Source: an optimization exercise on an open RTL-to-GDS flow (aim: small area, a short achievable clock period and few clock cycles per item). Production flows keep margins and buffers that such runs may drop. No run shown here included a check of the RTL's function; only the layout flow was run. Power figures rest on the tool's default switching activity, not on a simulated workload.

## flow/design.v (module list and top-level ports; edited modules follow where they fit)
// module pu_condition: 440 lines
// module pu_acc: 49 lines
// module pu_add: 31 lines
// module pu_mul: 515 lines
// module pu_sq: 563 lines
module pu_condition (
    input  wire         clk,
    input  wire         rst,
    input  wire [2:0]   cfg_depth,         
    input  wire [15:0]  cfg_width,         
    input  wire [5:0]   cfg_ob_w8,         
    input  wire         cfg_ob_side,       
    input  wire         cfg_ob_mode,       
    input  wire [15:0]  cfg_black_level,
    input  wire [15:0]  cfg_ob_clamp,
    input  wire [15:0]  cfg_pedestal,
    input  wire         cfg_flat_en,
    input  wire [3:0]   cfg_gain_frac,     
    input  wire [3:0]   cfg_ofs_shift,     
    input  wire [2:0]   cfg_cfa,           
    input  wire [15:0]  cfg_sat_level,
    input  wire         cfg_calib,
    input  wire         in_valid,
    output reg          in_ready,
    input  wire [15:0]  in_p,
    input  wire [15:0]  in_coef,
    input  wire         in_eof,
    output reg          out_valid,
    output reg  [15:0]  out_o,
    output reg          stat_valid,
    output wire [31:0]  stat_lines,
    output wire [31:0]  stat_ob_mean,
    output wire [63:0]  stat_ch_min,       
    output wire [63:0]  stat_ch_max,
    output wire [255:0] stat_ch_sum,       
    output wire [255:0] stat_ch_sumsq,
    output wire [127:0] stat_clip_low,     
    output wire [127:0] stat_clip_high,
    output wire [63:0]  stat_focus_total
);
  // ...
==> flow/run.sh <==
#!/bin/bash
# synth_recipe.tcl (not shown) runs the flow's synth.tcl, then flattens the netlist and writes it again
# the make line also repeats each setting of config.mk as NAME=value (left out here)
make -C /OpenROAD-flow-scripts/flow DESIGN_CONFIG=/design/flow/config.mk WORK_HOME=/design/flow/orfs CLKGATE_MAP_FILE= SYNTH_SCRIPT=/design/flow/synth_recipe.tcl finish
==> flow/config.mk <==
export PLATFORM = sky130hd
export DESIGN_NAME = pu_condition
export DESIGN_NICKNAME = pu_condition
export VERILOG_FILES = /design/flow/design.v
export SDC_FILE = /design/flow/constraint.sdc
export NUM_CORES = 4
export LEC_CHECK = 0
export ABC_CLOCK_PERIOD_IN_PS = 5000
export CAP_MARGIN = 20
export CORE_MARGIN = 2
export CORE_UTILIZATION = 40
export SLEW_MARGIN = 20
==> flow/constraint.sdc <==
create_clock -name core_clock -period 16.0 [get_ports {clk}]
set_input_delay 3.2000 -clock core_clock [delete_from_list [all_inputs] [get_ports {clk}]]
set_output_delay 3.2000 -clock core_clock [all_outputs]
set_load 0.01 [all_outputs]
==> impl_metrics.json, run 1 <==
{
  "status": "timing/DRC/antenna clean",
  "vias_per_cell": 5.048,
  "power.switching_mw": 6.051,
  "nFlopsAndLatches": 1459,
  "startpoint": "r_depth[0]",
  "synth_top_family_by_area": "adder cells",
  "synth_top_cell_by_area": "dfxtp_1",
  "slew_headroom": 0.1472,
  "synth_flop_cell": "dfxtp_1",
  "wirelength_um": 250000,
  "postCtsSetupRepairBufs": 0,
  "final-seq-area_um2": 30260,
  "maxCapViolCount": 0,
  "synthSimpleGateAreaFrac": 0.1543,
  "cts_max_level": 4,
  "track_usage": 0.2364,
  "endpoint": "obs[18]",
  "die-height_um": 453.6,
  "cp_num_buf_inv": 6,
  "top_layer": "met5",
  "largest_register_ffs": 256,
  "root_buffer": "clkbuf_16",
  "wl_met3_um": 12330,
  "clkCellAreaFrac": 0.05478,
  "met1_usage": 0.2745,
  "pg_comb_mw": 7.12,
  "synthTopCellsByCount": "1357 x dfxtp_1, 1067 x ha_1, 777 x nor2b_1",
  "dpl_cell_area_um2": 94000,
  "grt_pass1_vias": 59290,
  "synth_most_common_cell": "dfxtp_1",
  "cpLargestDelayFamily": "compound AO/OA/AOI/OAI gates",
  "ys_async_sr_fraction": 0,
  "clkPwrFrac": 0.247,
  "cp-start-kind": "register",
  "clock_sinks": 1459,
  "min_to": "s3_elig",
  "rows": 165,
  "clk_pin_slew_ns": 0.06,
  "clockBufferDepth": 3,
  "min_period_ns": 8.779,
  "crit_type": "register to register",
  "r2r_end": "obs[18]",
  "grt_max_degree": 233,
  "yosysWarningCount": 10,
  "finalPower_mw": 15.40
}
==> module pu_condition, before the edit <==
module pu_condition (
    input  wire         clk,
    input  wire         rst,
    input  wire [2:0]   cfg_depth,         
    input  wire [15:0]  cfg_width,         
    input  wire [5:0]   cfg_ob_w8,         
    input  wire         cfg_ob_side,       
    input  wire         cfg_ob_mode,       
    input  wire [15:0]  cfg_black_level,
    input  wire [15:0]  cfg_ob_clamp,
    input  wire [15:0]  cfg_pedestal,
    input  wire         cfg_flat_en,
    input  wire [3:0]   cfg_gain_frac,     
    input  wire [3:0]   cfg_ofs_shift,     
    input  wire [2:0]   cfg_cfa,           
    input  wire [15:0]  cfg_sat_level,
    input  wire         cfg_calib,
    input  wire         in_valid,
    output reg          in_ready,
    input  wire [15:0]  in_p,
    input  wire [15:0]  in_coef,
    input  wire         in_eof,
    output reg          out_valid,
    output reg  [15:0]  out_o,
    output reg          stat_valid,
    output wire [31:0]  stat_lines,
    output wire [31:0]  stat_ob_mean,
    output wire [63:0]  stat_ch_min,       
    output wire [63:0]  stat_ch_max,
    output wire [255:0] stat_ch_sum,       
    output wire [255:0] stat_ch_sumsq,
    output wire [127:0] stat_clip_low,     
    output wire [127:0] stat_clip_high,
    output wire [63:0]  stat_focus_total
);
    reg [2:0]  r_depth;
    reg [15:0] r_width;
    reg [5:0]  r_obw8;
    reg        r_side, r_mode, r_flat, r_calib;
    reg [15:0] r_black, r_clamp, r_ped, r_sat;
    reg [3:0]  r_gf, r_os;
    reg [2:0]  r_cfa;
    always @(posedge clk) begin
        r_depth <= cfg_depth;
        r_width <= cfg_width;
        r_obw8  <= cfg_ob_w8;
        r_side  <= cfg_ob_side;
        r_mode  <= cfg_ob_mode;
        r_black <= cfg_black_level;
        r_clamp <= cfg_ob_clamp;
        r_ped   <= cfg_calib ? 16'd0 : cfg_pedestal;
        r_flat  <= cfg_flat_en & ~cfg_calib;
        r_gf    <= cfg_gain_frac;
        r_os    <= cfg_ofs_shift;
        r_cfa   <= cfg_cfa;
        r_sat   <= cfg_sat_level;
        r_calib <= cfg_calib;
    end
    wire [3:0]  sh     = 4'd8 - {r_depth[2:0], 1'b0};    
    wire [8:0]  n_ob   = {r_obw8, 3'b000};
    wire        has_ob = (r_obw8 != 6'd0);
    wire [15:0] dmax   = 16'hFFFF >> sh;                  
    wire        mono   = (r_cfa == 3'd0);
    wire        stall_mode = r_mode & ~r_calib;           
    wire [15:0] black_fix  = r_calib ? 16'd0 : r_black;
    reg         busy;         
    reg         fstart;       
    reg         in_done;      
    reg  [16:0] j;            
    reg         lpar;         
    reg         cge1, cge2;   
    reg  [15:0] line_cnt;     
    reg  [2:0]  dcnt;         
    reg         stat_fire;
    wire take     = in_valid & in_ready;
    wire is_ob    = (j[16:9] == 8'd0) && (j[8:0] < n_ob);
    wire last_ob  = has_ob && (j == {8'd0, n_ob} - 17'd1);
    wire line_end = (j == {8'd0, n_ob} + {1'b0, r_width} - 17'd1);
    wire act      = r_side ? (j < {1'b0, r_width}) : (j >= {7'd0, n_ob, 1'b0});
    always @(posedge clk) begin
        if (rst) begin
            busy     <= 1'b0;
            fstart   <= 1'b0;
            in_ready <= 1'b0;
            in_done  <= 1'b0;
        end else begin
            fstart <= 1'b0;
            if (!busy) begin
                if (in_valid) begin
                    busy     <= 1'b1;
                    fstart   <= 1'b1;
                    in_ready <= 1'b1;
                    in_done  <= 1'b0;
                end
            end else begin
                if (take && !is_ob && in_eof) begin
                    in_ready <= 1'b0;
                    in_done  <= 1'b1;
                end else if (take && last_ob && stall_mode) begin
                    in_ready <= 1'b0;
                end else if (dcnt == 3'd5 && !in_done) begin
                    in_ready <= 1'b1;
                end
                if (stat_valid)
                    busy <= 1'b0;
            end
        end
    end
    always @(posedge clk) begin
        if (!busy) begin
            j        <= 17'd0;
            lpar     <= 1'b0;
            cge1     <= 1'b0;
            cge2     <= 1'b0;
            line_cnt <= 16'd0;
        end else if (take) begin
            if (j == 17'd0)
                line_cnt <= line_cnt + 16'd1;
            if (line_end) begin
                j    <= 17'd0;
                lpar <= ~lpar;
                cge1 <= 1'b0;
                cge2 <= 1'b0;
            end else begin
                j <= j + 17'd1;
                if (!is_ob && act) begin
                    cge1 <= 1'b1;
                    cge2 <= cge1;
                end
            end
        end
    end
    reg        s0_pix, s0_ob, s0_lastob, s0_eof;
    reg [15:0] s0_p, s0_coef;
    reg        s0_act, s0_ca0, s0_lpar, s0_cge1, s0_cge2;
    always @(posedge clk) begin
        if (rst) begin
            s0_pix <= 1'b0;
            s0_ob  <= 1'b0;
            s0_eof <= 1'b0;
        end else begin
            s0_pix <= take & ~is_ob;
            s0_ob  <= take & is_ob;
            s0_eof <= take & ~is_ob & in_eof;
        end
        s0_lastob <= last_ob;
        s0_p      <= in_p;
        s0_coef   <= in_coef;
        s0_act    <= act;
        s0_ca0    <= j[0];
        s0_lpar   <= lpar;
        s0_cge1   <= cge1;
        s0_cge2   <= cge2;
    end
    wire [15:0] s0_x0 = s0_p << sh;
    reg  [23:0] obs;          
    reg  [15:0] black;        
    reg  [31:0] msum;         
    reg         ob_go;        
    wire [23:0] obs_add = obs + {8'd0, s0_x0};
    function automatic [21:0] dstep(input [21:0] rq, input [5:0] k);
        reg [6:0] t;
        begin
            t = {rq[21:16], rq[15]} - {1'b0, k};
            if (!t[6]) dstep = {t[5:0], rq[14:0], 1'b1};
            else       dstep = {rq[20:15], rq[14:0], 1'b0};
        end
    endfunction
    wire [21:0] dv_load = dstep({1'b0, obs_add[23:3]}, r_obw8);
    wire [21:0] dv_it   = dstep(dstep(dstep(obs[21:0], r_obw8), r_obw8), r_obw8);
    wire [15:0]        m_l   = obs[15:0];
    wire [16:0]        bl_hi = {1'b0, r_black} + {1'b0, r_clamp};
    wire signed [17:0] bl_lo = $signed({2'b00, r_black}) - $signed({2'b00, r_clamp});
    wire [15:0]        b_row = ({1'b0, m_l} > bl_hi) ? bl_hi[15:0] :
                               ($signed({2'b00, m_l}) < bl_lo) ? bl_lo[15:0] : m_l;
    wire               m_done = (dcnt == 3'd6);
    always @(posedge clk) begin
        if (rst || !busy) begin
            dcnt  <= 3'd0;
            ob_go <= 1'b0;
        end else begin
            ob_go <= m_done;
            if (s0_ob && s0_lastob)
                dcnt <= 3'd1;
            else if (m_done)
                dcnt <= 3'd0;
            else if (dcnt != 3'd0)
                dcnt <= dcnt + 3'd1;
        end
        if (fstart) begin
            obs   <= {15'd0, r_obw8, 2'b00};           
            black <= black_fix;
            msum  <= 32'd0;
        end else begin
            if (s0_ob) begin
                if (s0_lastob)
                    obs <= {2'd0, dv_load};
                else
                    obs <= obs_add;
            end else if (dcnt != 3'd0 && !m_done) begin
                obs <= {2'd0, dv_it};
            end else if (m_done) begin
                obs <= {15'd0, r_obw8, 2'b00};
            end
            if (m_done) begin
                black <= stall_mode ? b_row : black_fix;
                msum  <= msum + {16'd0, m_l};
            end
        end
    end
    reg  [15:0] om_r;
    reg  [31:0] om_q;
    reg  [5:0]  om_cnt;       
    wire [16:0] om_t = {om_r, om_q[31]} - {1'b0, line_cnt};
    wire        om_ge = ~om_t[16];
    always @(posedge clk) begin
        if (fstart) begin
            om_cnt <= 6'd0;
            om_q   <= 32'd0;
            om_r   <= 16'd0;
        end else if (ob_go) begin
            om_r   <= msum[31:16];
            om_q   <= {msum[15:0], 1'b0, line_cnt[15:1]};
            om_cnt <= 6'd32;
        end else if (om_cnt != 6'd0) begin
            om_r   <= om_ge ? om_t[15:0] : {om_r[14:0], om_q[31]};
            om_q   <= {om_q[30:0], om_ge};
            om_cnt <= om_cnt - 6'd1;
        end
    end
    reg               s1_v, s1_eof;
    reg  [16:0]       s1_y1;
    reg  [3:0]        s1_ofs;
    reg  [5:0]        s1_one, s1_two, s1_neg;
    reg               s1_sat, s1_act, s1_elig;
    reg  [1:0]        s1_ch;
    reg [1:0] ch0;
    always @(*) begin
        case (r_cfa)
        3'd1:    ch0 = {s0_lpar, s0_ca0};
        3'd2:    ch0 = {s0_lpar, s0_ca0} ^ 2'd1;
        3'd3:    ch0 = {s0_lpar, s0_ca0} ^ 2'd2;
        3'd4:    ch0 = {s0_lpar, s0_ca0} ^ 2'd3;
        default: ch0 = 2'd0;
        endcase
    end
    wire [16:0] y1_w;
    pu_add #(17) u_y1 (.a({1'b0, s0_x0}), .b(~{1'b0, black}), .ci(1'b1), .s(y1_w), .co());
    wire [12:0] gdx = {s0_coef[15:4], 1'b0};
    reg  [5:0]  bo_one, bo_two, bo_neg;
    integer bj;
    always @(*) begin
        for (bj = 0; bj < 6; bj = bj + 1) begin
            bo_one[bj] = gdx[2*bj+1] ^ gdx[2*bj];
            bo_two[bj] = (gdx[2*bj+2] & ~gdx[2*bj+1] & ~gdx[2*bj]) |
                         (~gdx[2*bj+2] & gdx[2*bj+1] & gdx[2*bj]);
            bo_neg[bj] = gdx[2*bj+2];
        end
    end
    wire [15:0] p_dmax = s0_p & dmax;    
    always @(posedge clk) begin
        if (rst) begin
            s1_v   <= 1'b0;
            s1_eof <= 1'b0;
        end else begin
            s1_v   <= s0_pix;
            s1_eof <= s0_eof;
        end
        s1_y1   <= y1_w;
        s1_ofs  <= r_flat ? s0_coef[3:0] : 4'd0;
        s1_one  <= r_flat ? bo_one : 6'd0;
        s1_two  <= r_flat ? bo_two : 6'd0;
        s1_neg  <= r_flat ? bo_neg : 6'd0;
        s1_sat  <= (s0_p >= r_sat) | (p_dmax == dmax);
        s1_act  <= s0_act;
        s1_ch   <= ch0;
        s1_elig <= mono ? s0_cge1 : ((ch0[0] ^ ch0[1]) & s0_cge2);
    end
    reg               s2_v, s2_eof;
    reg  [19:0]       s2_prod;      
    reg  [19:0]       s2_z;
    reg               s2_sat, s2_act, s2_elig;
    reg  [1:0]        s2_ch;
    wire [19:0] prod_w;
    pu_mul u_mul (.a(s1_y1), .one(s1_one), .two(s1_two), .neg(s1_neg), .p(prod_w));
    wire [12:0] ofs_sh = {{9{s1_ofs[3]}}, s1_ofs} << r_os;
    wire [19:0] z_w;
    pu_add #(20) u_z (.a({{3{s1_y1[16]}}, s1_y1}), .b({{7{ofs_sh[12]}}, ofs_sh} + {4'd0, r_ped}),
                      .ci(1'b0), .s(z_w), .co());
    always @(posedge clk) begin
        if (rst) begin
            s2_v   <= 1'b0;
            s2_eof <= 1'b0;
        end else begin
            s2_v   <= s1_v;
            s2_eof <= s1_eof;
        end
        s2_prod <= prod_w;
        s2_z    <= z_w;
        s2_sat  <= s1_sat;
        s2_act  <= s1_act;
        s2_ch   <= s1_ch;
        s2_elig <= s1_elig;
    end
    reg         s3_va, s3_v, s3_eof;
    reg  [15:0] s3_v16;
    reg         s3_low, s3_high, s3_elig;
    reg  [1:0]  s3_ch;
    reg  [19:0] p_sh;
    reg         p_rb;
    always @(*) begin
        case (r_gf[1:0])
        2'd3:    begin p_sh = {{1{s2_prod[19]}}, s2_prod[19:1]}; p_rb = s2_prod[0]; end  
        2'd0:    begin p_sh = {{2{s2_prod[19]}}, s2_prod[19:2]}; p_rb = s2_prod[1]; end  
        2'd1:    begin p_sh = {{3{s2_prod[19]}}, s2_prod[19:3]}; p_rb = s2_prod[2]; end  
        default: begin p_sh = {{4{s2_prod[19]}}, s2_prod[19:4]}; p_rb = s2_prod[3]; end  
        endcase
    end
    wire [19:0] y3_w;
    pu_add #(20) u_y3 (.a(s2_z), .b(p_sh), .ci(p_rb), .s(y3_w), .co());
    wire        y3_low  = y3_w[19];
    wire        y3_high = ~y3_w[19] & (y3_w[18:16] != 3'd0);
    always @(posedge clk) begin
        if (rst) begin
            s3_v   <= 1'b0;
            s3_va  <= 1'b0;
            s3_eof <= 1'b0;
        end else begin
            s3_v   <= s2_v;
            s3_va  <= s2_v & s2_act;
            s3_eof <= s2_eof;
        end
        s3_v16  <= y3_low ? 16'd0 : y3_high ? 16'hFFFF : y3_w[15:0];
        s3_low  <= y3_low;
        s3_high <= y3_high | s2_sat;
        s3_ch   <= s2_ch;
        s3_elig <= s2_elig;
    end
    wire [16:0] rq_sum = {1'b0, s3_v16} + ((sh == 4'd0) ? 17'd0 : (17'd1 << (sh - 4'd1)));
    wire [15:0] rq_o   = (sh == 4'd0) ? s3_v16 : (rq_sum[16] ? dmax : (rq_sum[15:0] >> sh));
    always @(posedge clk) begin
        if (rst) out_valid <= 1'b0;
        else     out_valid <= s3_v;
        out_o <= rq_o;
    end
    wire [31:0] sq;
    pu_sq u_sq (.v(s3_v16), .p(sq));
    reg  [15:0] prev1, prev2;
    wire [15:0] f_ref = mono ? prev1 : prev2;
    wire [16:0] f_d;
    pu_add #(17) u_fd (.a({1'b0, s3_v16}), .b(~{1'b0, f_ref}), .ci(1'b1), .s(f_d), .co());
    reg         s4_va, s4_fv, s4_gneg, s4_eof;
    reg  [1:0]  s4_ch;
    reg  [31:0] s4_sq;
    reg  [15:0] s4_g;
    always @(posedge clk) begin
        if (rst) begin
            s4_va  <= 1'b0;
            s4_fv  <= 1'b0;
            s4_eof <= 1'b0;
        end else begin
            s4_va  <= s3_va;
            s4_fv  <= s3_va & s3_elig;
            s4_eof <= s3_eof;
        end
        if (s3_va) begin
            prev2 <= prev1;
            prev1 <= s3_v16;
        end
        s4_ch   <= s3_ch;
        s4_sq   <= sq;
        s4_g    <= f_d[15:0] ^ {16{f_d[16]}};
        s4_gneg <= f_d[16];
    end
    reg  [15:0] ch_min [0:3];
    reg  [15:0] ch_max [0:3];
    wire [47:0] ch_sum [0:3];
    wire [63:0] ch_sq  [0:3];
    wire [31:0] cl_lo  [0:3];
    wire [31:0] cl_hi  [0:3];
    wire [47:0] focus;
    genvar g;
    generate
        for (g = 0; g < 4; g = g + 1) begin : g_ch
            wire sel4 = s3_va && (s3_ch == g);
            wire sel5 = s4_va && (s4_ch == g);
            always @(posedge clk) begin
                if (fstart) begin
                    ch_min[g] <= (mono && g != 0) ? 16'd0 : 16'hFFFF;
                    ch_max[g] <= 16'd0;
                end else if (sel4) begin
                    if (s3_v16 < ch_min[g]) ch_min[g] <= s3_v16;
                    if (s3_v16 > ch_max[g]) ch_max[g] <= s3_v16;
                end
            end
            pu_acc #(.W(48), .AW(16), .CF(8), .CH(16)) u_sum (
                .clk(clk), .clr(fstart), .en(sel4), .a(s3_v16), .ci(1'b0), .q(ch_sum[g]));
            pu_acc #(.W(32), .AW(1), .CF(16), .CH(16)) u_lo (
                .clk(clk), .clr(fstart), .en(sel4), .a(s3_low), .ci(1'b0), .q(cl_lo[g]));
            pu_acc #(.W(32), .AW(1), .CF(16), .CH(16)) u_hi (
                .clk(clk), .clr(fstart), .en(sel4), .a(s3_high), .ci(1'b0), .q(cl_hi[g]));
            pu_acc #(.W(64), .AW(32), .CF(8), .CH(16)) u_sumsq (
                .clk(clk), .clr(fstart), .en(sel5), .a(s4_sq), .ci(1'b0), .q(ch_sq[g]));
            assign stat_ch_min[16*g +: 16]    = ch_min[g];
            assign stat_ch_max[16*g +: 16]    = ch_max[g];
            assign stat_ch_sum[64*g +: 64]    = {16'd0, ch_sum[g]};
            assign stat_ch_sumsq[64*g +: 64]  = ch_sq[g];
            assign stat_clip_low[32*g +: 32]  = cl_lo[g];
            assign stat_clip_high[32*g +: 32] = cl_hi[g];
        end
    endgenerate
    pu_acc #(.W(48), .AW(16), .CF(8), .CH(16)) u_focus (
        .clk(clk), .clr(fstart), .en(s4_fv), .a(s4_g), .ci(s4_gneg), .q(focus));
    reg [2:0] fin;            
    reg       pend;
    always @(posedge clk) begin
        if (rst || !busy) begin
            fin        <= 3'd0;
            pend       <= 1'b0;
            stat_valid <= 1'b0;
        end else begin
            stat_valid <= 1'b0;
            if (s4_eof) begin
                fin  <= 3'd5;
                pend <= 1'b1;
            end else if (fin != 3'd0) begin
                fin <= fin - 3'd1;
            end
            if (pend && fin == 3'd1 || pend && fin == 3'd0 && !s4_eof) begin
                if (om_cnt == 6'd0 && !ob_go && dcnt == 3'd0) begin
                    stat_valid <= 1'b1;
                    pend       <= 1'b0;
                end
            end
        end
    end
    assign stat_lines       = {16'd0, line_cnt};
    assign stat_ob_mean     = om_q;
    assign stat_focus_total = {16'd0, focus};
endmodule
==> run 2: changes to the inputs <==
--- a/flow/design.v
+++ b/flow/design.v
@@ -61,176 +61,237 @@
     wire        has_ob = (r_obw8 != 6'd0);
     wire [15:0] dmax   = 16'hFFFF >> sh;                  
     wire        mono   = (r_cfa == 3'd0);
     wire        stall_mode = r_mode & ~r_calib;           
     wire [15:0] black_fix  = r_calib ? 16'd0 : r_black;
     reg         busy;         
     reg         fstart;       
     reg         in_done;      
-    reg  [16:0] j;            
+    reg         ob_ph;        
+    reg  [8:0]  obc;          
+    reg  [15:0] rem;          
+    reg         act;          
     reg         lpar;         
+    reg         cpar;         
     reg         cge1, cge2;   
     reg  [15:0] line_cnt;     
     reg  [2:0]  dcnt;         
-    reg         stat_fire;
-    wire take     = in_valid & in_ready;
-    wire is_ob    = (j[16:9] == 8'd0) && (j[8:0] < n_ob);
-    wire last_ob  = has_ob && (j == {8'd0, n_ob} - 17'd1);
-    wire line_end = (j == {8'd0, n_ob} + {1'b0, r_width} - 17'd1);
-    wire act      = r_side ? (j < {1'b0, r_width}) : (j >= {7'd0, n_ob, 1'b0});
+    wire        om_done;
+    wire        take     = in_valid & in_ready;
+    wire [8:0]  obc_inc  = obc + 9'd1;
+    wire [15:0] rem_dec  = rem - 16'd1;
+    wire        obc_hit  = (obc_inc == n_ob);
+    wire        last_ob  = ob_ph & obc_hit;
+    wire        line_end = ~ob_ph & (rem_dec == 16'd0);
+    wire        eof_take = take & ~ob_ph & in_eof;
     always @(posedge clk) begin
         if (rst) begin
             busy     <= 1'b0;
             fstart   <= 1'b0;
             in_ready <= 1'b0;
             in_done  <= 1'b0;
         end else begin
             fstart <= 1'b0;
             if (!busy) begin
                 if (in_valid) begin
-                    busy     <= 1'b1;
-                    fstart   <= 1'b1;
-                    in_ready <= 1'b1;
-                    in_done  <= 1'b0;
+                    busy    <= 1'b1;
+                    fstart  <= 1'b1;
+                    in_done <= 1'b0;
                 end
             end else begin
-                if (take && !is_ob && in_eof) begin
+                if (fstart)
+                    in_ready <= 1'b1;
+                else if (eof_take) begin
                     in_ready <= 1'b0;
                     in_done  <= 1'b1;
                 end else if (take && last_ob && stall_mode) begin
                     in_ready <= 1'b0;
-                end else if (dcnt == 3'd5 && !in_done) begin
+                end else if (dcnt == 3'd6 && !in_done) begin
                     in_ready <= 1'b1;
                 end
                 if (stat_valid)
                     busy <= 1'b0;
             end
         end
     end
     always @(posedge clk) begin
-        if (!busy) begin
-            j        <= 17'd0;
-            lpar     <= 1'b0;
-            cge1     <= 1'b0;
-            cge2     <= 1'b0;
-            line_cnt <= 16'd0;
+        if (fstart || (take && line_end)) begin
+            ob_ph <= has_ob;
+            obc   <= 9'd0;
+            rem   <= r_width;
+            act   <= r_side | ~has_ob;
+            cpar  <= 1'b0;
+            cge1  <= 1'b0;
+            cge2  <= 1'b0;
         end else if (take) begin
-            if (j == 17'd0)
-                line_cnt <= line_cnt + 16'd1;
-            if (line_end) begin
-                j    <= 17'd0;
-                lpar <= ~lpar;
-                cge1 <= 1'b0;
-                cge2 <= 1'b0;
+            if (ob_ph) begin
+                obc <= obc_hit ? 9'd0 : obc_inc;
+                if (obc_hit)
+                    ob_ph <= 1'b0;
             end else begin
-                j <= j + 17'd1;
-                if (!is_ob && act) begin
+                rem  <= rem_dec;
+                cpar <= ~cpar;
+                if (!obc_hit)
+                    obc <= obc_inc;
+                if (r_side ? (rem_dec == {7'd0, n_ob}) : obc_hit)
+                    act <= ~r_side;
+                if (act) begin
                     cge1 <= 1'b1;
                     cge2 <= cge1;
                 end
             end
         end
+        if (fstart) begin
+            lpar     <= 1'b0;
+            line_cnt <= 16'd0;
+        end else if (take && line_end) begin
+            lpar     <= ~lpar;
+            line_cnt <= line_cnt + 16'd1;
+        end
     end
     reg        s0_pix, s0_ob, s0_lastob, s0_eof;
     reg [15:0] s0_p, s0_coef;
     reg        s0_act, s0_ca0, s0_lpar, s0_cge1, s0_cge2;
     always @(posedge clk) begin
         if (rst) begin
             s0_pix <= 1'b0;
             s0_ob  <= 1'b0;
             s0_eof <= 1'b0;
         end else begin
-            s0_pix <= take & ~is_ob;
-            s0_ob  <= take & is_ob;
-            s0_eof <= take & ~is_ob & in_eof;
+            s0_pix <= take & ~ob_ph;
+            s0_ob  <= take & ob_ph;
+            s0_eof <= eof_take;
         end
         s0_lastob <= last_ob;
         s0_p      <= in_p;
         s0_coef   <= in_coef;
         s0_act    <= act;
-        s0_ca0    <= j[0];
+        s0_ca0    <= cpar;
         s0_lpar   <= lpar;
         s0_cge1   <= cge1;
         s0_cge2   <= cge2;
     end
     wire [15:0] s0_x0 = s0_p << sh;
     reg  [23:0] obs;          
     reg  [15:0] black;        
-    reg  [31:0] msum;         
-    reg         ob_go;        
-    wire [23:0] obs_add = obs + {8'd0, s0_x0};
-    function automatic [21:0] dstep(input [21:0] rq, input [5:0] k);
-        reg [6:0] t;
-        begin
-            t = {rq[21:16], rq[15]} - {1'b0, k};
-            if (!t[6]) dstep = {t[5:0], rq[14:0], 1'b1};
-            else       dstep = {rq[20:15], rq[14:0], 1'b0};
+    wire [16:0] obs_lo;
+    pu_add #(16) u_obs (.a(obs[15:0]), .b(s0_x0), .ci(1'b0), .s(obs_lo[15:0]), .co(obs_lo[16]));
+    wire [23:0] obs_add = {obs[23:16] + {7'd0, obs_lo[16]}, obs_lo[15:0]};
+    wire [21:0] ds_in [0:3];
+    wire [21:0] ds_out [0:2];
+    assign ds_in[0] = obs[21:0];
+    genvar dg;
+    generate
+        for (dg = 0; dg < 3; dg = dg + 1) begin : g_dstep
+            wire [6:0] t;
+            pu_add #(7) u_ds (.a({ds_in[dg][21:16], ds_in[dg][15]}), .b(~{1'b0, r_obw8}),
+                              .ci(1'b1), .s(t), .co());
+            assign ds_out[dg] = t[6] ? {ds_in[dg][20:15], ds_in[dg][14:0], 1'b0}
+                                     : {t[5:0], ds_in[dg][14:0], 1'b1};
+            assign ds_in[dg+1] = ds_out[dg];
         end
-    endfunction
-    wire [21:0] dv_load = dstep({1'b0, obs_add[23:3]}, r_obw8);
-    wire [21:0] dv_it   = dstep(dstep(dstep(obs[21:0], r_obw8), r_obw8), r_obw8);
+    endgenerate
+    wire [21:0] dv_load = {1'b0, obs_add[23:3]};
+    wire [21:0] dv_it   = (dcnt == 3'd6) ? ds_out[0] : ds_out[2];
     wire [15:0]        m_l   = obs[15:0];
     wire [16:0]        bl_hi = {1'b0, r_black} + {1'b0, r_clamp};
     wire signed [17:0] bl_lo = $signed({2'b00, r_black}) - $signed({2'b00, r_clamp});
     wire [15:0]        b_row = ({1'b0, m_l} > bl_hi) ? bl_hi[15:0] :
                                ($signed({2'b00, m_l}) < bl_lo) ? bl_lo[15:0] : m_l;
-    wire               m_done = (dcnt == 3'd6);
+    wire               m_done = (dcnt == 3'd7);
     always @(posedge clk) begin
         if (rst || !busy) begin
-            dcnt  <= 3'd0;
-            ob_go <= 1'b0;
+            dcnt <= 3'd0;
         end else begin
-            ob_go <= m_done;
             if (s0_ob && s0_lastob)
                 dcnt <= 3'd1;
             else if (m_done)
                 dcnt <= 3'd0;
             else if (dcnt != 3'd0)
                 dcnt <= dcnt + 3'd1;
         end
         if (fstart) begin
             obs   <= {15'd0, r_obw8, 2'b00};           
             black <= black_fix;
-            msum  <= 32'd0;
         end else begin
             if (s0_ob) begin
                 if (s0_lastob)
                     obs <= {2'd0, dv_load};
                 else
                     obs <= obs_add;
             end else if (dcnt != 3'd0 && !m_done) begin
                 obs <= {2'd0, dv_it};
             end else if (m_done) begin
                 obs <= {15'd0, r_obw8, 2'b00};
             end
-            if (m_done) begin
+            if (m_done)
                 black <= stall_mode ? b_row : black_fix;
-                msum  <= msum + {16'd0, m_l};
-            end
         end
     end
     reg  [15:0] om_r;
     reg  [31:0] om_q;
+    reg  [2:0]  om_c;         
     reg  [5:0]  om_cnt;       
-    wire [16:0] om_t = {om_r, om_q[31]} - {1'b0, line_cnt};
+    reg  [1:0]  om_st;        
+    wire [31:0] ms     = {om_r, om_q[31:16]};
+    wire [8:0]  ms_a0  = {1'b0, ms[7:0]}   + {1'b0, m_l[7:0]};
+    wire [8:0]  ms_a1  = {1'b0, ms[15:8]}  + {1'b0, m_l[15:8]} + {8'd0, om_c[0]};
+    wire [8:0]  ms_a2  = {1'b0, ms[23:16]} + {8'd0, om_c[1]};
+    wire [7:0]  ms_a3  = ms[31:24] + {7'd0, om_c[2]};
+    wire [31:0] ms_nx  = {ms_a3, ms_a2[7:0], ms_a1[7:0], ms_a0[7:0]};
+    wire [2:0]  mc_nx  = {ms_a2[8], ms_a1[8], ms_a0[8]};
+    wire [16:0] om_t;
+    pu_add #(17) u_om (.a({om_r, om_q[31]}), .b(~{1'b0, line_cnt}), .ci(1'b1), .s(om_t), .co());
     wire        om_ge = ~om_t[16];
+    assign      om_done = (om_st == 2'd3);
     always @(posedge clk) begin
         if (fstart) begin
-            om_cnt <= 6'd0;
-            om_q   <= 32'd0;
             om_r   <= 16'd0;
-        end else if (ob_go) begin
-            om_r   <= msum[31:16];
-            om_q   <= {msum[15:0], 1'b0, line_cnt[15:1]};
-            om_cnt <= 6'd32;
-        end else if (om_cnt != 6'd0) begin
-            om_r   <= om_ge ? om_t[15:0] : {om_r[14:0], om_q[31]};
-            om_q   <= {om_q[30:0], om_ge};
-            om_cnt <= om_cnt - 6'd1;
+            om_q   <= 32'd0;
+            om_c   <= 3'd0;
+            om_st  <= 2'd0;
+            om_cnt <= 6'd0;
+        end else begin
+            case (om_st)
+            2'd0: begin
+                if (m_done) begin
+                    {om_r, om_q[31:16]} <= ms_nx;
+                    om_c <= mc_nx;
+                end else if (om_c != 3'd0) begin
+                    {om_r, om_q[31:16]} <= {ms_a3, ms_a2[7:0], ms_a1[7:0], ms[7:0]};
+                    om_c <= {ms_a2[8], ms_a1[8], 1'b0};
+                end
+                if (in_done) begin
+                    om_st  <= 2'd1;
+                    om_cnt <= 6'd4;
+                end
+            end
+            2'd1: begin
+                if (om_c != 3'd0) begin
+                    {om_r, om_q[31:16]} <= {ms_a3, ms_a2[7:0], ms_a1[7:0], ms[7:0]};
+                    om_c <= {ms_a2[8], ms_a1[8], 1'b0};
+                end
+                if (om_cnt != 6'd0)
+                    om_cnt <= om_cnt - 6'd1;
+                else if (dcnt == 3'd0 && om_c == 3'd0) begin
+                    om_q[15:0] <= {1'b0, line_cnt[15:1]};
+                    om_cnt     <= 6'd32;
+                    om_st      <= 2'd2;
+                end
+            end
+            2'd2: begin
+                om_r   <= om_ge ? om_t[15:0] : {om_r[14:0], om_q[31]};
+                om_q   <= {om_q[30:0], om_ge};
+                om_cnt <= om_cnt - 6'd1;
+                if (om_cnt == 6'd1)
+                    om_st <= 2'd3;
+            end
+            default: ;
+            endcase
         end
     end
     reg               s1_v, s1_eof;
     reg  [16:0]       s1_y1;
     reg  [3:0]        s1_ofs;
     reg  [5:0]        s1_one, s1_two, s1_neg;
     reg               s1_sat, s1_act, s1_elig;
     reg  [1:0]        s1_ch;
@@ -252,192 +313,211 @@
     always @(*) begin
         for (bj = 0; bj < 6; bj = bj + 1) begin
             bo_one[bj] = gdx[2*bj+1] ^ gdx[2*bj];
             bo_two[bj] = (gdx[2*bj+2] & ~gdx[2*bj+1] & ~gdx[2*bj]) |
                          (~gdx[2*bj+2] & gdx[2*bj+1] & gdx[2*bj]);
             bo_neg[bj] = gdx[2*bj+2];
         end
     end
-    wire [15:0] p_dmax = s0_p & dmax;    
     always @(posedge clk) begin
         if (rst) begin
             s1_v   <= 1'b0;
             s1_eof <= 1'b0;
         end else begin
             s1_v   <= s0_pix;
             s1_eof <= s0_eof;
         end
         s1_y1   <= y1_w;
         s1_ofs  <= r_flat ? s0_coef[3:0] : 4'd0;
         s1_one  <= r_flat ? bo_one : 6'd0;
         s1_two  <= r_flat ? bo_two : 6'd0;
         s1_neg  <= r_flat ? bo_neg : 6'd0;
-        s1_sat  <= (s0_p >= r_sat) | (p_dmax == dmax);
+        s1_sat  <= (s0_p >= r_sat) | ((s0_p & dmax) == dmax);
         s1_act  <= s0_act;
         s1_ch   <= ch0;
         s1_elig <= mono ? s0_cge1 : ((ch0[0] ^ ch0[1]) & s0_cge2);
     end
     reg               s2_v, s2_eof;
-    reg  [19:0]       s2_prod;      
-    reg  [19:0]       s2_z;
+    reg  [22:0]       s2_r0, s2_r1;   
+    reg               s2_c10;
+    reg  [18:0]       s2_z;
     reg               s2_sat, s2_act, s2_elig;
     reg  [1:0]        s2_ch;
-    wire [19:0] prod_w;
-    pu_mul u_mul (.a(s1_y1), .one(s1_one), .two(s1_two), .neg(s1_neg), .p(prod_w));
+    wire [22:0] mr0, mr1;
+    wire        mc10;
+    pu_mul u_mul (.a(s1_y1), .one(s1_one), .two(s1_two), .neg(s1_neg),
+                  .r0(mr0), .r1(mr1), .c10(mc10));
     wire [12:0] ofs_sh = {{9{s1_ofs[3]}}, s1_ofs} << r_os;
-    wire [19:0] z_w;
-    pu_add #(20) u_z (.a({{3{s1_y1[16]}}, s1_y1}), .b({{7{ofs_sh[12]}}, ofs_sh} + {4'd0, r_ped}),
-                      .ci(1'b0), .s(z_w), .co());
+    wire [18:0] za     = {{2{s1_y1[16]}}, s1_y1};
+    wire [18:0] zb     = {3'd0, r_ped};
+    wire [18:0] zc     = {{6{ofs_sh[12]}}, ofs_sh};
+    wire [18:0] zs_s   = za ^ zb ^ zc;
+    wire [18:0] zs_c   = {(za[17:0] & zb[17:0]) | (zc[17:0] & (za[17:0] ^ zb[17:0])), 1'b0};
+    wire [18:0] z_w;
+    pu_add #(19) u_z (.a(zs_s), .b(zs_c), .ci(1'b0), .s(z_w), .co());
     always @(posedge clk) begin
         if (rst) begin
             s2_v   <= 1'b0;
             s2_eof <= 1'b0;
         end else begin
             s2_v   <= s1_v;
             s2_eof <= s1_eof;
         end
-        s2_prod <= prod_w;
+        s2_r0   <= mr0;
+        s2_r1   <= mr1;
+        s2_c10  <= mc10;
         s2_z    <= z_w;
         s2_sat  <= s1_sat;
         s2_act  <= s1_act;
         s2_ch   <= s1_ch;
         s2_elig <= s1_elig;
     end
     reg         s3_va, s3_v, s3_eof;
-    reg  [15:0] s3_v16;
+    reg  [15:0] s3_v16, s3_vq;
     reg         s3_low, s3_high, s3_elig;
     reg  [1:0]  s3_ch;
-    reg  [19:0] p_sh;
-    reg         p_rb;
+    wire [4:0]  lk1 = {4'd0, s2_r0[0]} + {4'd0, s2_r1[0]} + {4'd0, s2_c10} + 5'd1;
+    wire [4:0]  lk2 = {3'd0, s2_r0[1:0]} + {3'd0, s2_r1[1:0]} + {4'd0, s2_c10} + 5'd2;
+    wire [4:0]  lk3 = {2'd0, s2_r0[2:0]} + {2'd0, s2_r1[2:0]} + {4'd0, s2_c10} + 5'd4;
+    wire [5:0]  lk4 = {2'd0, s2_r0[3:0]} + {2'd0, s2_r1[3:0]} + {5'd0, s2_c10} + 6'd8;
+    reg  [18:0] ra, rb;
+    reg  [1:0]  rk;           
     always @(*) begin
         case (r_gf[1:0])
-        2'd3:    begin p_sh = {{1{s2_prod[19]}}, s2_prod[19:1]}; p_rb = s2_prod[0]; end  
-        2'd0:    begin p_sh = {{2{s2_prod[19]}}, s2_prod[19:2]}; p_rb = s2_prod[1]; end  
-        2'd1:    begin p_sh = {{3{s2_prod[19]}}, s2_prod[19:3]}; p_rb = s2_prod[2]; end  
-        default: begin p_sh = {{4{s2_prod[19]}}, s2_prod[19:4]}; p_rb = s2_prod[3]; end  
+        2'd3:    begin ra = s2_r0[19:1]; rb = s2_r1[19:1]; rk = lk1[2:1]; end  
+        2'd0:    begin ra = s2_r0[20:2]; rb = s2_r1[20:2]; rk = lk2[3:2]; end  
+        2'd1:    begin ra = s2_r0[21:3]; rb = s2_r1[21:3]; rk = lk3[4:3]; end  
+        default: begin ra = s2_r0[22:4]; rb = s2_r1[22:4]; rk = lk4[5:4]; end  
         endcase
     end
-    wire [19:0] y3_w;
-    pu_add #(20) u_y3 (.a(s2_z), .b(p_sh), .ci(p_rb), .s(y3_w), .co());
-    wire        y3_low  = y3_w[19];
-    wire        y3_high = ~y3_w[19] & (y3_w[18:16] != 3'd0);
+    wire [18:0] cs_s = s2_z ^ ra ^ rb;
+    wire [18:0] cs_c = {(s2_z[17:0] & ra[17:0]) | (rb[17:0] & (s2_z[17:0] ^ ra[17:0])),
+                        rk[1] | rk[0]};
+    wire [18:0] y3_w;
+    pu_add #(19) u_y3 (.a(cs_s), .b(cs_c), .ci(rk[1]), .s(y3_w), .co());
+    wire        y3_low  = y3_w[18];
+    wire        y3_high = ~y3_w[18] & (y3_w[17:16] != 2'd0);
+    wire [15:0] y3_v    = y3_low ? 16'd0 : y3_high ? 16'hFFFF : y3_w[15:0];
     always @(posedge clk) begin
         if (rst) begin
             s3_v   <= 1'b0;
             s3_va  <= 1'b0;
             s3_eof <= 1'b0;
         end else begin
             s3_v   <= s2_v;
             s3_va  <= s2_v & s2_act;
             s3_eof <= s2_eof;
         end
-        s3_v16  <= y3_low ? 16'd0 : y3_high ? 16'hFFFF : y3_w[15:0];
+        s3_v16  <= y3_v;
+        s3_vq   <= y3_v;
         s3_low  <= y3_low;
         s3_high <= y3_high | s2_sat;
         s3_ch   <= s2_ch;
         s3_elig <= s2_elig;
     end
-    wire [16:0] rq_sum = {1'b0, s3_v16} + ((sh == 4'd0) ? 17'd0 : (17'd1 << (sh - 4'd1)));
-    wire [15:0] rq_o   = (sh == 4'd0) ? s3_v16 : (rq_sum[16] ? dmax : (rq_sum[15:0] >> sh));
+    reg  [15:0] rq_s;
+    reg         rq_b;
+    always @(*) begin
+        case (r_depth)
+        3'd0:    begin rq_s = {8'd0, s3_v16[15:8]}; rq_b = s3_v16[7]; end
+        3'd1:    begin rq_s = {6'd0, s3_v16[15:6]}; rq_b = s3_v16[5]; end
+        3'd2:    begin rq_s = {4'd0, s3_v16[15:4]}; rq_b = s3_v16[3]; end
+        3'd3:    begin rq_s = {2'd0, s3_v16[15:2]}; rq_b = s3_v16[1]; end
+        default: begin rq_s = s3_v16;               rq_b = 1'b0;      end
+        endcase
+    end
+    wire        rq_full = ((s3_v16 | ~(dmax << sh)) == 16'hFFFF);
+    wire [15:0] rq_o    = rq_s + {15'd0, rq_b & ~rq_full};
     always @(posedge clk) begin
         if (rst) out_valid <= 1'b0;
         else     out_valid <= s3_v;
         out_o <= rq_o;
     end
     wire [31:0] sq;
-    pu_sq u_sq (.v(s3_v16), .p(sq));
+    pu_sq u_sq (.v(s3_vq), .p(sq));
     reg  [15:0] prev1, prev2;
     wire [15:0] f_ref = mono ? prev1 : prev2;
     wire [16:0] f_d;
     pu_add #(17) u_fd (.a({1'b0, s3_v16}), .b(~{1'b0, f_ref}), .ci(1'b1), .s(f_d), .co());
-    reg         s4_va, s4_fv, s4_gneg, s4_eof;
+    reg         s4_va, s4_fv, s4_gneg;
     reg  [1:0]  s4_ch;
     reg  [31:0] s4_sq;
     reg  [15:0] s4_g;
     always @(posedge clk) begin
         if (rst) begin
-            s4_va  <= 1'b0;
-            s4_fv  <= 1'b0;
-            s4_eof <= 1'b0;
+            s4_va <= 1'b0;
+            s4_fv <= 1'b0;
         end else begin
-            s4_va  <= s3_va;
-            s4_fv  <= s3_va & s3_elig;
-            s4_eof <= s3_eof;
+            s4_va <= s3_va;
+            s4_fv <= s3_va & s3_elig;
         end
         if (s3_va) begin
             prev2 <= prev1;
             prev1 <= s3_v16;
         end
         s4_ch   <= s3_ch;
         s4_sq   <= sq;
         s4_g    <= f_d[15:0] ^ {16{f_d[16]}};
         s4_gneg <= f_d[16];
     end
     reg  [15:0] ch_min [0:3];
     reg  [15:0] ch_max [0:3];
-    wire [47:0] ch_sum [0:3];
+    wire [15:0] min_sel = ch_min[s3_ch];
+    wire [15:0] max_sel = ch_max[s3_ch];
+    wire        v_lt    = s3_v16 < min_sel;
+    wire        v_gt    = s3_v16 > max_sel;
+    wire [63:0] ch_sum [0:3];
     wire [63:0] ch_sq  [0:3];
     wire [31:0] cl_lo  [0:3];
     wire [31:0] cl_hi  [0:3];
     wire [47:0] focus;
     genvar g;
     generate
         for (g = 0; g < 4; g = g + 1) begin : g_ch
+            localparam WS = (g == 0) ? 48 : 46;
+            localparam WQ = (g == 0) ? 64 : 62;
+            localparam WC = (g == 0) ? 32 : 31;
             wire sel4 = s3_va && (s3_ch == g);
             wire sel5 = s4_va && (s4_ch == g);
+            wire [WS-1:0] q_sum;
+            wire [WQ-1:0] q_sq;
+            wire [WC-1:0] q_lo, q_hi;
             always @(posedge clk) begin
                 if (fstart) begin
                     ch_min[g] <= (mono && g != 0) ? 16'd0 : 16'hFFFF;
                     ch_max[g] <= 16'd0;
                 end else if (sel4) begin
-                    if (s3_v16 < ch_min[g]) ch_min[g] <= s3_v16;
-                    if (s3_v16 > ch_max[g]) ch_max[g] <= s3_v16;
+                    if (v_lt) ch_min[g] <= s3_v16;
+                    if (v_gt) ch_max[g] <= s3_v16;
                 end
             end
-            pu_acc #(.W(48), .AW(16), .CF(8), .CH(16)) u_sum (
-                .clk(clk), .clr(fstart), .en(sel4), .a(s3_v16), .ci(1'b0), .q(ch_sum[g]));
-            pu_acc #(.W(32), .AW(1), .CF(16), .CH(16)) u_lo (
-                .clk(clk), .clr(fstart), .en(sel4), .a(s3_low), .ci(1'b0), .q(cl_lo[g]));
-            pu_acc #(.W(32), .AW(1), .CF(16), .CH(16)) u_hi (
-                .clk(clk), .clr(fstart), .en(sel4), .a(s3_high), .ci(1'b0), .q(cl_hi[g]));
-            pu_acc #(.W(64), .AW(32), .CF(8), .CH(16)) u_sumsq (
-                .clk(clk), .clr(fstart), .en(sel5), .a(s4_sq), .ci(1'b0), .q(ch_sq[g]));
+            pu_acc #(.W(WS), .AW(16), .CF(8), .CH(16)) u_sum (
+                .clk(clk), .clr(fstart), .en(sel4), .a(s3_v16), .ci(1'b0), .q(q_sum));
+            pu_acc #(.W(WC), .AW(1), .CF(16), .CH(16)) u_lo (
+                .clk(clk), .clr(fstart), .en(sel4), .a(s3_low), .ci(1'b0), .q(q_lo));
+            pu_acc #(.W(WC), .AW(1), .CF(16), .CH(16)) u_hi (
+                .clk(clk), .clr(fstart), .en(sel4), .a(s3_high), .ci(1'b0), .q(q_hi));
+            pu_acc #(.W(WQ), .AW(32), .CF(8), .CH(16)) u_sumsq (
+                .clk(clk), .clr(fstart), .en(sel5), .a(s4_sq), .ci(1'b0), .q(q_sq));
             assign stat_ch_min[16*g +: 16]    = ch_min[g];
             assign stat_ch_max[16*g +: 16]    = ch_max[g];
-            assign stat_ch_sum[64*g +: 64]    = {16'd0, ch_sum[g]};
-            assign stat_ch_sumsq[64*g +: 64]  = ch_sq[g];
-            assign stat_clip_low[32*g +: 32]  = cl_lo[g];
-            assign stat_clip_high[32*g +: 32] = cl_hi[g];
+            assign stat_ch_sum[64*g +: 64]    = {{(64-WS){1'b0}}, q_sum};
+            assign stat_ch_sumsq[64*g +: 64]  = {{(64-WQ){1'b0}}, q_sq};
+            assign stat_clip_low[32*g +: 32]  = {{(32-WC){1'b0}}, q_lo};
+            assign stat_clip_high[32*g +: 32] = {{(32-WC){1'b0}}, q_hi};
         end
     endgenerate
     pu_acc #(.W(48), .AW(16), .CF(8), .CH(16)) u_focus (
         .clk(clk), .clr(fstart), .en(s4_fv), .a(s4_g), .ci(s4_gneg), .q(focus));
-    reg [2:0] fin;            
-    reg       pend;
     always @(posedge clk) begin
-        if (rst || !busy) begin
-            fin        <= 3'd0;
-            pend       <= 1'b0;
-            stat_valid <= 1'b0;
-        end else begin
+        if (rst || !busy)
             stat_valid <= 1'b0;
-            if (s4_eof) begin
-                fin  <= 3'd5;
-                pend <= 1'b1;
-            end else if (fin != 3'd0) begin
-                fin <= fin - 3'd1;
-            end
-            if (pend && fin == 3'd1 || pend && fin == 3'd0 && !s4_eof) begin
-                if (om_cnt == 6'd0 && !ob_go && dcnt == 3'd0) begin
-                    stat_valid <= 1'b1;
-                    pend       <= 1'b0;
-                end
-            end
-        end
+        else
+            stat_valid <= om_done & ~stat_valid & (om_cnt == 6'd0) & in_done & ~fstart;
     end
     assign stat_lines       = {16'd0, line_cnt};
     assign stat_ob_mean     = om_q;
     assign stat_focus_total = {16'd0, focus};
 endmodule
 module pu_acc #(
     parameter W  = 48,    
     parameter AW = 16,    
@@ -518,17 +598,19 @@
     assign s  = p ^ G[L][N-1:0];
     assign co = G[L][N];
 endmodule
 module pu_mul (
     input  wire [16:0] a,
     input  wire [5:0]  one,
     input  wire [5:0]  two,
     input  wire [5:0]  neg,
-    output wire [19:0] p
+    output wire [22:0] r0,
+    output wire [22:0] r1,
+    output wire        c10
 );
     wire t0 = (one[0] & a[0]) ^ neg[0];
     wire t1 = ((one[0] & a[1]) | (two[0] & a[0])) ^ neg[0];
     wire t2 = ((one[0] & a[2]) | (two[0] & a[1])) ^ neg[0];
     wire t3 = ((one[0] & a[3]) | (two[0] & a[2])) ^ neg[0];
     wire t4 = ((one[0] & a[4]) | (two[0] & a[3])) ^ neg[0];
     wire t5 = ((one[0] & a[5]) | (two[0] & a[4])) ^ neg[0];
     wire t6 = ((one[0] & a[6]) | (two[0] & a[5])) ^ neg[0];
@@ -814,229 +896,66 @@
     wire t201 = h174 & neg[1];
     wire t202 = h175 & k174;
     wire t203 = f176 & k175;
     wire t204 = f177 & g176;
     wire t205 = f178 & g177;
     wire t206 = f179 & g178;
     wire t207 = f180 & g179;
     wire t208 = f181 & g180;
-    wire t209 = f182 & g181;
-    wire t210 = f183 & g182;
-    wire t211 = f184 & g183;
-    wire t212 = f185 & g184;
-    wire t213 = f186 & g185;
-    wire t214 = f187 & g186;
-    wire t215 = f188 & g187;
-    wire t216 = f189 & g188;
-    wire t217 = f190 & g189;
-    wire t218 = f191 & g190;
-    wire t219 = f192 & g191;
-    wire t220 = f193 & g192;
-    wire t221 = f194 & g193;
-    wire t222 = f195 & g194;
-    wire t223 = f196 & g195;
-    wire t224 = f197 & g196;
-    wire t225 = h198 & g197;
-    wire t226 = t113 & k198;
-    wire t227 = 1'b1 & 1'b0;
-    wire t228 = 1'b1 & 1'b0;
-    wire t229 = t0 ^ neg[0];
-    wire t230 = t1 ^ 1'b0;
-    wire t231 = h174 ^ neg[1];
-    wire t232 = h175 ^ k174;
-    wire t233 = f176 ^ k175;
-    wire t234 = f177 ^ g176;
-    wire t235 = f178 ^ g177;
-    wire t236 = f179 ^ g178;
-    wire t237 = f180 ^ g179;
-    wire t238 = f181 ^ g180;
-    wire t239 = f182 ^ g181;
-    wire t240 = f183 ^ g182;
-    wire t241 = f184 ^ g183;
-    wire t242 = f185 ^ g184;
-    wire t243 = f186 ^ g185;
-    wire t244 = f187 ^ g186;
-    wire t245 = f188 ^ g187;
-    wire t246 = f189 ^ g188;
-    wire t247 = f190 ^ g189;
-    wire t248 = f191 ^ g190;
-    wire t249 = f192 ^ g191;
-    wire t250 = f193 ^ g192;
-    wire t251 = f194 ^ g193;
-    wire t252 = f195 ^ g194;
-    wire t253 = f196 ^ g195;
-    wire t254 = f197 ^ g196;
-    wire t255 = h198 ^ g197;
-    wire t256 = t113 ^ k198;
-    wire t257 = 1'b1 ^ 1'b0;
-    wire t258 = 1'b1 ^ 1'b0;
-    wire t259 = t200 | (t230 & t199);
-    wire t260 = t230 & t229;
-    wire t261 = t202 | (t232 & t201);
-    wire t262 = t232 & t231;
-    wire t263 = t204 | (t234 & t203);
-    wire t264 = t234 & t233;
-    wire t265 = t206 | (t236 & t205);
-    wire t266 = t236 & t235;
-    wire t267 = t208 | (t238 & t207);
-    wire t268 = t238 & t237;
-    wire t269 = t210 | (t240 & t209);
-    wire t270 = t240 & t239;
-    wire t271 = t212 | (t242 & t211);
-    wire t272 = t242 & t241;
-    wire t273 = t214 | (t244 & t213);
-    wire t274 = t244 & t243;
-    wire t275 = t216 | (t246 & t215);
-    wire t276 = t246 & t245;
-    wire t277 = t218 | (t248 & t217);
-    wire t278 = t248 & t247;
-    wire t279 = t220 | (t250 & t219);
-    wire t280 = t250 & t249;
-    wire t281 = t222 | (t252 & t221);
-    wire t282 = t252 & t251;
-    wire t283 = t224 | (t254 & t223);
-    wire t284 = t254 & t253;
-    wire t285 = t226 | (t256 & t225);
-    wire t286 = t256 & t255;
-    wire t287 = t228 | (t258 & t227);
-    wire t288 = t258 & t257;
-    wire t289 = t201 | (t231 & t259);
-    wire t290 = t231 & t260;
-    wire t291 = t261 | (t262 & t259);
-    wire t292 = t262 & t260;
-    wire t293 = t205 | (t235 & t263);
-    wire t294 = t235 & t264;
-    wire t295 = t265 | (t266 & t263);
-    wire t296 = t266 & t264;
-    wire t297 = t209 | (t239 & t267);
-    wire t298 = t239 & t268;
-    wire t299 = t269 | (t270 & t267);
-    wire t300 = t270 & t268;
-    wire t301 = t213 | (t243 & t271);
-    wire t302 = t243 & t272;
-    wire t303 = t273 | (t274 & t271);
-    wire t304 = t274 & t272;
-    wire t305 = t217 | (t247 & t275);
-    wire t306 = t247 & t276;
-    wire t307 = t277 | (t278 & t275);
-    wire t308 = t278 & t276;
-    wire t309 = t221 | (t251 & t279);
-    wire t310 = t251 & t280;
-    wire t311 = t281 | (t282 & t279);
-    wire t312 = t282 & t280;
-    wire t313 = t225 | (t255 & t283);
-    wire t314 = t255 & t284;
-    wire t315 = t285 | (t286 & t283);
-    wire t316 = t286 & t284;
-    wire t317 = t203 | (t233 & t291);
-    wire t318 = t233 & t292;
-    wire t319 = t263 | (t264 & t291);
-    wire t320 = t264 & t292;
-    wire t321 = t293 | (t294 & t291);
-    wire t322 = t294 & t292;
-    wire t323 = t295 | (t296 & t291);
-    wire t324 = t296 & t292;
-    wire t325 = t211 | (t241 & t299);
-    wire t326 = t241 & t300;
-    wire t327 = t271 | (t272 & t299);
-    wire t328 = t272 & t300;
-    wire t329 = t301 | (t302 & t299);
-    wire t330 = t302 & t300;
-    wire t331 = t303 | (t304 & t299);
-    wire t332 = t304 & t300;
-    wire t333 = t219 | (t249 & t307);
-    wire t334 = t249 & t308;
-    wire t335 = t279 | (t280 & t307);
-    wire t336 = t280 & t308;
-    wire t337 = t309 | (t310 & t307);
-    wire t338 = t310 & t308;
-    wire t339 = t311 | (t312 & t307);
-    wire t340 = t312 & t308;
-    wire t341 = t227 | (t257 & t315);
-    wire t342 = t257 & t316;
-    wire t343 = t287 | (t288 & t315);
-    wire t344 = t288 & t316;
-    wire t345 = t207 | (t237 & t323);
-    wire t346 = t237 & t324;
-    wire t347 = t267 | (t268 & t323);
-    wire t348 = t268 & t324;
-    wire t349 = t297 | (t298 & t323);
-    wire t350 = t298 & t324;
-    wire t351 = t299 | (t300 & t323);
-    wire t352 = t300 & t324;
-    wire t353 = t325 | (t326 & t323);
-    wire t354 = t326 & t324;
-    wire t355 = t327 | (t328 & t323);
-    wire t356 = t328 & t324;
-    wire t357 = t329 | (t330 & t323);
-    wire t358 = t330 & t324;
-    wire t359 = t331 | (t332 & t323);
-    wire t360 = t332 & t324;
-    wire t361 = t223 | (t253 & t339);
-    wire t362 = t253 & t340;
-    wire t363 = t283 | (t284 & t339);
-    wire t364 = t284 & t340;
-    wire t365 = t313 | (t314 & t339);
-    wire t366 = t314 & t340;
-    wire t367 = t315 | (t316 & t339);
-    wire t368 = t316 & t340;
-    wire t369 = t341 | (t342 & t339);
-    wire t370 = t342 & t340;
-    wire t371 = t343 | (t344 & t339);
-    wire t372 = t344 & t340;
-    wire t373 = t215 | (t245 & t359);
-    wire t374 = t245 & t360;
-    wire t375 = t275 | (t276 & t359);
-    wire t376 = t276 & t360;
-    wire t377 = t305 | (t306 & t359);
-    wire t378 = t306 & t360;
-    wire t379 = t307 | (t308 & t359);
-    wire t380 = t308 & t360;
-    wire t381 = t333 | (t334 & t359);
-    wire t382 = t334 & t360;
-    wire t383 = t335 | (t336 & t359);
-    wire t384 = t336 & t360;
-    wire t385 = t337 | (t338 & t359);
-    wire t386 = t338 & t360;
-    wire t387 = t339 | (t340 & t359);
-    wire t388 = t340 & t360;
-    wire t389 = t361 | (t362 & t359);
-    wire t390 = t362 & t360;
-    wire t391 = t363 | (t364 & t359);
-    wire t392 = t364 & t360;
-    wire t393 = t365 | (t366 & t359);
-    wire t394 = t366 & t360;
-    wire t395 = t367 | (t368 & t359);
-    wire t396 = t368 & t360;
-    wire t397 = t369 | (t370 & t359);
-    wire t398 = t370 & t360;
-    wire t399 = t371 | (t372 & t359);
-    wire t400 = t372 & t360;
-    wire t401 = t239 ^ t347;
-    wire t402 = t240 ^ t349;
-    wire t403 = t241 ^ t351;
-    wire t404 = t242 ^ t353;
-    wire t405 = t243 ^ t355;
-    wire t406 = t244 ^ t357;
-    wire t407 = t245 ^ t359;
-    wire t408 = t246 ^ t373;
-    wire t409 = t247 ^ t375;
-    wire t410 = t248 ^ t377;
-    wire t411 = t249 ^ t379;
-    wire t412 = t250 ^ t381;
-    wire t413 = t251 ^ t383;
-    wire t414 = t252 ^ t385;
-    wire t415 = t253 ^ t387;
-    wire t416 = t254 ^ t389;
-    wire t417 = t255 ^ t391;
-    wire t418 = t256 ^ t393;
-    wire t419 = t257 ^ t395;
-    wire t420 = t258 ^ t397;
-    assign p = {t420, t419, t418, t417, t416, t415, t414, t413, t412, t411, t410, t409, t408, t407, t406, t405, t404, t403, t402, t401};
+    wire t209 = 1'b0 & 1'b0;
+    wire t210 = t0 ^ neg[0];
+    wire t211 = t1 ^ 1'b0;
+    wire t212 = h174 ^ neg[1];
+    wire t213 = h175 ^ k174;
+    wire t214 = f176 ^ k175;
+    wire t215 = f177 ^ g176;
+    wire t216 = f178 ^ g177;
+    wire t217 = f179 ^ g178;
+    wire t218 = f180 ^ g179;
+    wire t219 = f181 ^ g180;
+    wire t220 = 1'b0 ^ 1'b0;
+    wire t221 = t200 | (t211 & t199);
+    wire t222 = t211 & t210;
+    wire t223 = t202 | (t213 & t201);
+    wire t224 = t213 & t212;
+    wire t225 = t204 | (t215 & t203);
+    wire t226 = t215 & t214;
+    wire t227 = t206 | (t217 & t205);
+    wire t228 = t217 & t216;
+    wire t229 = t208 | (t219 & t207);
+    wire t230 = t219 & t218;
+    wire t231 = t201 | (t212 & t221);
+    wire t232 = t212 & t222;
+    wire t233 = t223 | (t224 & t221);
+    wire t234 = t224 & t222;
+    wire t235 = t205 | (t216 & t225);
+    wire t236 = t216 & t226;
+    wire t237 = t227 | (t228 & t225);
+    wire t238 = t228 & t226;
+    wire t239 = t209 | (t220 & t229);
+    wire t240 = t220 & t230;
+    wire t241 = t203 | (t214 & t233);
+    wire t242 = t214 & t234;
+    wire t243 = t225 | (t226 & t233);
+    wire t244 = t226 & t234;
+    wire t245 = t235 | (t236 & t233);
+    wire t246 = t236 & t234;
+    wire t247 = t237 | (t238 & t233);
+    wire t248 = t238 & t234;
+    wire t249 = t207 | (t218 & t247);
+    wire t250 = t218 & t248;
+    wire t251 = t229 | (t230 & t247);
+    wire t252 = t230 & t248;
+    wire t253 = t239 | (t240 & t247);
+    wire t254 = t240 & t248;
+    wire t255 = t220 ^ t251;
+    assign r0 = {1'b1, 1'b1, 1'b1, 1'b1, 1'b1, t113, h198, f197, f196, f195, f194, f193, f192, f191, f190, f189, f188, f187, f186, f185, f184, f183, f182};
+    assign r1 = {1'b0, 1'b0, 1'b0, 1'b0, 1'b0, k198, g197, g196, g195, g194, g193, g192, g191, g190, g189, g188, g187, g186, g185, g184, g183, g182, g181};
+    assign c10 = t255;
 endmodule
 module pu_sq (
     input  wire [15:0] v,
     output wire [31:0] p
 );
     wire t0 = v[0] & v[1];
     wire t1 = v[0] & v[2];
     wire t2 = v[0] & v[3];
==> flow/flow/run.sh (new file) <==
#!/bin/bash
# The standard layout, with two changes to how it is made: the port buffers
# are plain buffers (sky130_fd_sc_hd__buf_2, which repair may resize) instead
# of the delay-cell buffers buffer_ports picks by default, and timing repair
# aims for a setup margin, so that it works on paths well inside the clock
# period.  The clock, constraints and synthesis are unchanged.
set -euo pipefail
export BUFFER_PORTS_ARGS="-buffer_cell sky130_fd_sc_hd__buf_2"
export SETUP_SLACK_MARGIN=10.5
bash standard.sh > standard_flow.log 2>&1
==> flow/standard.sh (new file) <==
#!/bin/bash
# synth_recipe.tcl (not shown) runs the flow's synth.tcl, then flattens the netlist and writes it again
# the make line also repeats each setting of config.mk as NAME=value (left out here)
make -C /OpenROAD-flow-scripts/flow DESIGN_CONFIG=/design/flow/config.mk WORK_HOME=/design/flow/orfs CLKGATE_MAP_FILE= SYNTH_SCRIPT=/design/flow/synth_recipe.tcl "${@:-finish}"
removed: flow/run.sh
==> impl_metrics.json, run 2 <==
{
  "status": "timing/DRC/antenna clean",
  "drt-pass1-iter-count": 9,
  "synth_edf_count": 120,
  "top_regs": "g_ch.u_sumsq.q (250), g_ch.u_sum.q (186)",
  "stdcell_area_um2": 91020,
  "finalNetCount": 9850,
  "die-height_um": 442.1,
  "ys_async_sr_fraction": 0,
  "synth.avg_cell_area_um2": 10.36,
  "fin_cells": 11080,
  "antenna_found_initial": 13,
  "synth_cells": 7413,
  "detail_route.wl_per_cell_um": 20.94,
  "final_common_cell": "dfxtp_1",
  "clk_pin_slew_ns": 0.06,
  "cp_max_fo": 10,
  "drc": 0,
  "core_area_um2": 190400,
  "final_cell_mix": "1281 x dfxtp_1, 1066 x buf_2, 862 x ha_1, 751 x nor2b_1, 589 x inv_1",
  "required_ns": 16.69,
  "vias_per_cell": 5.000,
  "globalplace.congestion": 0.8806,
  "setup_tns_ns": 0,
  "areaGrowthSynthToFinish_pct": 18.56,
  "crit_type": "register to register",
  "clock_sinks": 1432,
  "final-seq-area_um2": 29950,
  "ios": 1183,
  "clk_latency_ns": 0.81,
  "critPathArrivalTime_ns": 6.12,
  "leakage_nw": 45.61,
  "pwr-share-comb": 0.430,
  "min_period_ns": 5.422,
  "ff2ff_path_depth": 27,
  "dieArea_um2": 195500,
  "yosysWarningCount": 13,
  "grt_max_degree": 99,
  "grt_pass1_wl_um": 346100,
  "rows": 160,
  "global_route.usage.met2": 0.4048,
  "io_buffer_count": 1066,
  "fillers": 17610,
  "root_buffer": "clkbuf_16",
  "p_seq_frac": 0.306,
  "timing.fmax_mhz": 184.4,
  "holdWs_ns": 0.3255,
  "dp_slack_ns": 9.113,
  "cts_max_level": 4,
  "period_share": 0.3389,
  "vias": 55400,
  "grt_overflow_total": 0,
  "holdPathStages": 0,
  "largest_register_ffs": 250,
  "finalPower_mw": 14.50,
  "rr_startpoint": "r_depth[0]",
  "setup_violations": 0,
  "rrSetupSlack_ns": 10.58,
  "clockBufferDepth": 3,
  "maxCapViolCount": 0,
  "p_per_area_nw_per_um2": 159.3,
  "hold_path.class": "register to register",
  "cts_hold_buf": 0,
  "initial_utilization": 0.4033,
  "drtIter0Drc": 3155,
  "startpoint": "r_depth[0]",
  "dpl.hpwl_um": 178000,
  "synth_top_cell_by_area": "dfxtp_1",
  "hp-start": "s2_ch[0]",
  "met3_usage": 0.03911,
  "syn_area_um2": 76780,
  "grt.busiest_layer": "met2",
  "dp.cells": 10700,
  "peakVddDrop_uv": 253.6,
  "yosys.area.top_type_share": 0.3421,
  "track_usage": 0.2307,
  "synthTopCellsByCount": "1312 x dfxtp_1, 873 x ha_1, 753 x nor2b_1",
  "max_slew.worst_pin.slew_ns": 1.077,
  "synth_flop_cell": "dfxtp_1",
  "cp-start-kind": "register",
  "maxSlewViolCount": 0,
  "ys_ff_latch": 1432,
  "worst_slack_ns": 10.58,
  "top_register": "g_ch.u_sumsq.q",
  "ys_seq_area_frac": 0.3890,
  "clkPwrFrac": 0.264,
  "final_util": 0.4781,
  "met1_usage": 0.2838,
  "cts_buffers": 162,
  "ant_nets": 0,
  "drive_above_1_share": 0.2034,
  "synth_cell_types": 94,
  "wirelength_um": 232100,
  "grt_pass1_vias": 54990,
  "switching_share": 0.3823,
  "synth_most_common_cell": "dfxtp_1",
  "skew_ns": 0.03149,
  "synthTopCellsByArea": "dfxtp_1 34%, ha_1 14%, fa_1 11%",
  "cts_tree": "yes",
  "end_kind": "register",
  "rsz0062_at_grt": "true",
  "hold_viol_final": 0,
  "multi_input_comb_area_um2": 43250,
  "internal-power_mw": 8.955,
  "dpl_cell_area_um2": 84090,
  "fp.dieW_um": 442.1,
  "power.switching_mw": 5.543,
  "slew_headroom": 0.2822
}
[run 2: worst max-delay path, stage by stage, from the launching register on]
cell and delay, ns:
dfxtp_4 0.37, buf_12 0.15, clkinvlp_4 0.14, ha_2 0.23
ha_4 0.24, buf_12 0.13, buf_4 0.16, nand3_1 0.11
inv_1 0.06, ha_1 0.18, a21o_1 0.15, a21o_1 0.23
a2111oi_4 0.40, o31ai_4 0.11, a211oi_2 0.27, o21bai_1 0.14
a21o_1 0.21, fa_2 0.36, ha_1 0.21, ha_1 0.21
and3_2 0.25, nand3_1 0.10, xnor2_1 0.09, nand2_1 0.07
o31ai_1 0.08, a222oi_1 0.33, nor2_1 0.08, a31o_2 0.24
[run 2: area by class of cell]
type	instances	share of cell area
Antenna cell	4	0.0001100
Clock buffer	240	0.05288
Clock inverter	56	0.008234
Inverter	613	0.02588
Multi-Input combinational cell	5008	0.4751
Sequential cell	1432	0.3290
Tap cell	2511	0.03452
Timing Repair Buffer	1216	0.07423
Timing Repair inverter	1	0.00005498
[run 2: final timing paths]
check	endpoint
hold / removal	s3_ch[0]
setup reg to reg	obs[19]
hold reg to reg	s3_ch[0]
setup / recovery	obs[19]
[run 2: cell families after synthesis]
family,count (synthesis),synth area share
AOI/OAI and AO/OA,867,0.07508
DFF,1432,0.3890
muxes,230,0.04066
xor gates and xnor gates,347,0.03968
other,1,0.00004884
buffers and inverters,1086,0.06002
adders and majority gates,1276,0.2474
and+or+nand+nor,2174,0.1481
[run 2: layer usage]
metal	routed length, um	vias up	share of wire
li1	-	26460	-
met1	96350	27010	0.42
met2	115400	1556	0.50
met3	11870	376	0.051
met4	8449	2	0.036
met5	13	-	0.000056
[run 2: power groups by stage]
stage          clock, mW  sequential, mW  combinational (mW)
6_report            3.83            4.44                6.23
5_1_grt             4.08            4.48                7.07
4_1_cts             3.94            4.47                6.07
3_5_place_dp           0            4.53                5.97
3_3_place_gp           0            4.53                5.82
2_1_floorplan          0            4.30                4.54
[run 2: what timing repair did]
item,CTS,global route
buffers inserted,21,52
pin swaps,8,28
gates resized for setup,83,85
endpoints found under the setup margin,41,179
gates cloned,1,3

-- separate check: timing with driven ports --
The flow's constraints put no driver on any port. The routed layouts listed below were extracted and timed again, unchanged, in two steps. Step 1: set_driving_cell puts a clkbuf_16 on clk and a buf_2 on each other input, an assumption about the parent block. Step 2 also shifts input and output timing later by t, the mid clock arrival at the registers, as if the neighbouring blocks saw the same clock. a / b / c = ideal ports / drivers / drivers and shift; a / b = the first two.
run	t (ns)	setup slack, ns	latest minus earliest clock arrival (ns)
run 1	0.885	7.221 / 7.221 / 7.221	0.039 / 0.039
run 2	0.881	10.578 / 10.578 / 9.888	0.040 / 0.041
After both steps every run listed still meets setup and hold. The setup slack of run 2, which loses most, moves by 0.000 ns with the drivers and by -0.690 ns with both steps.
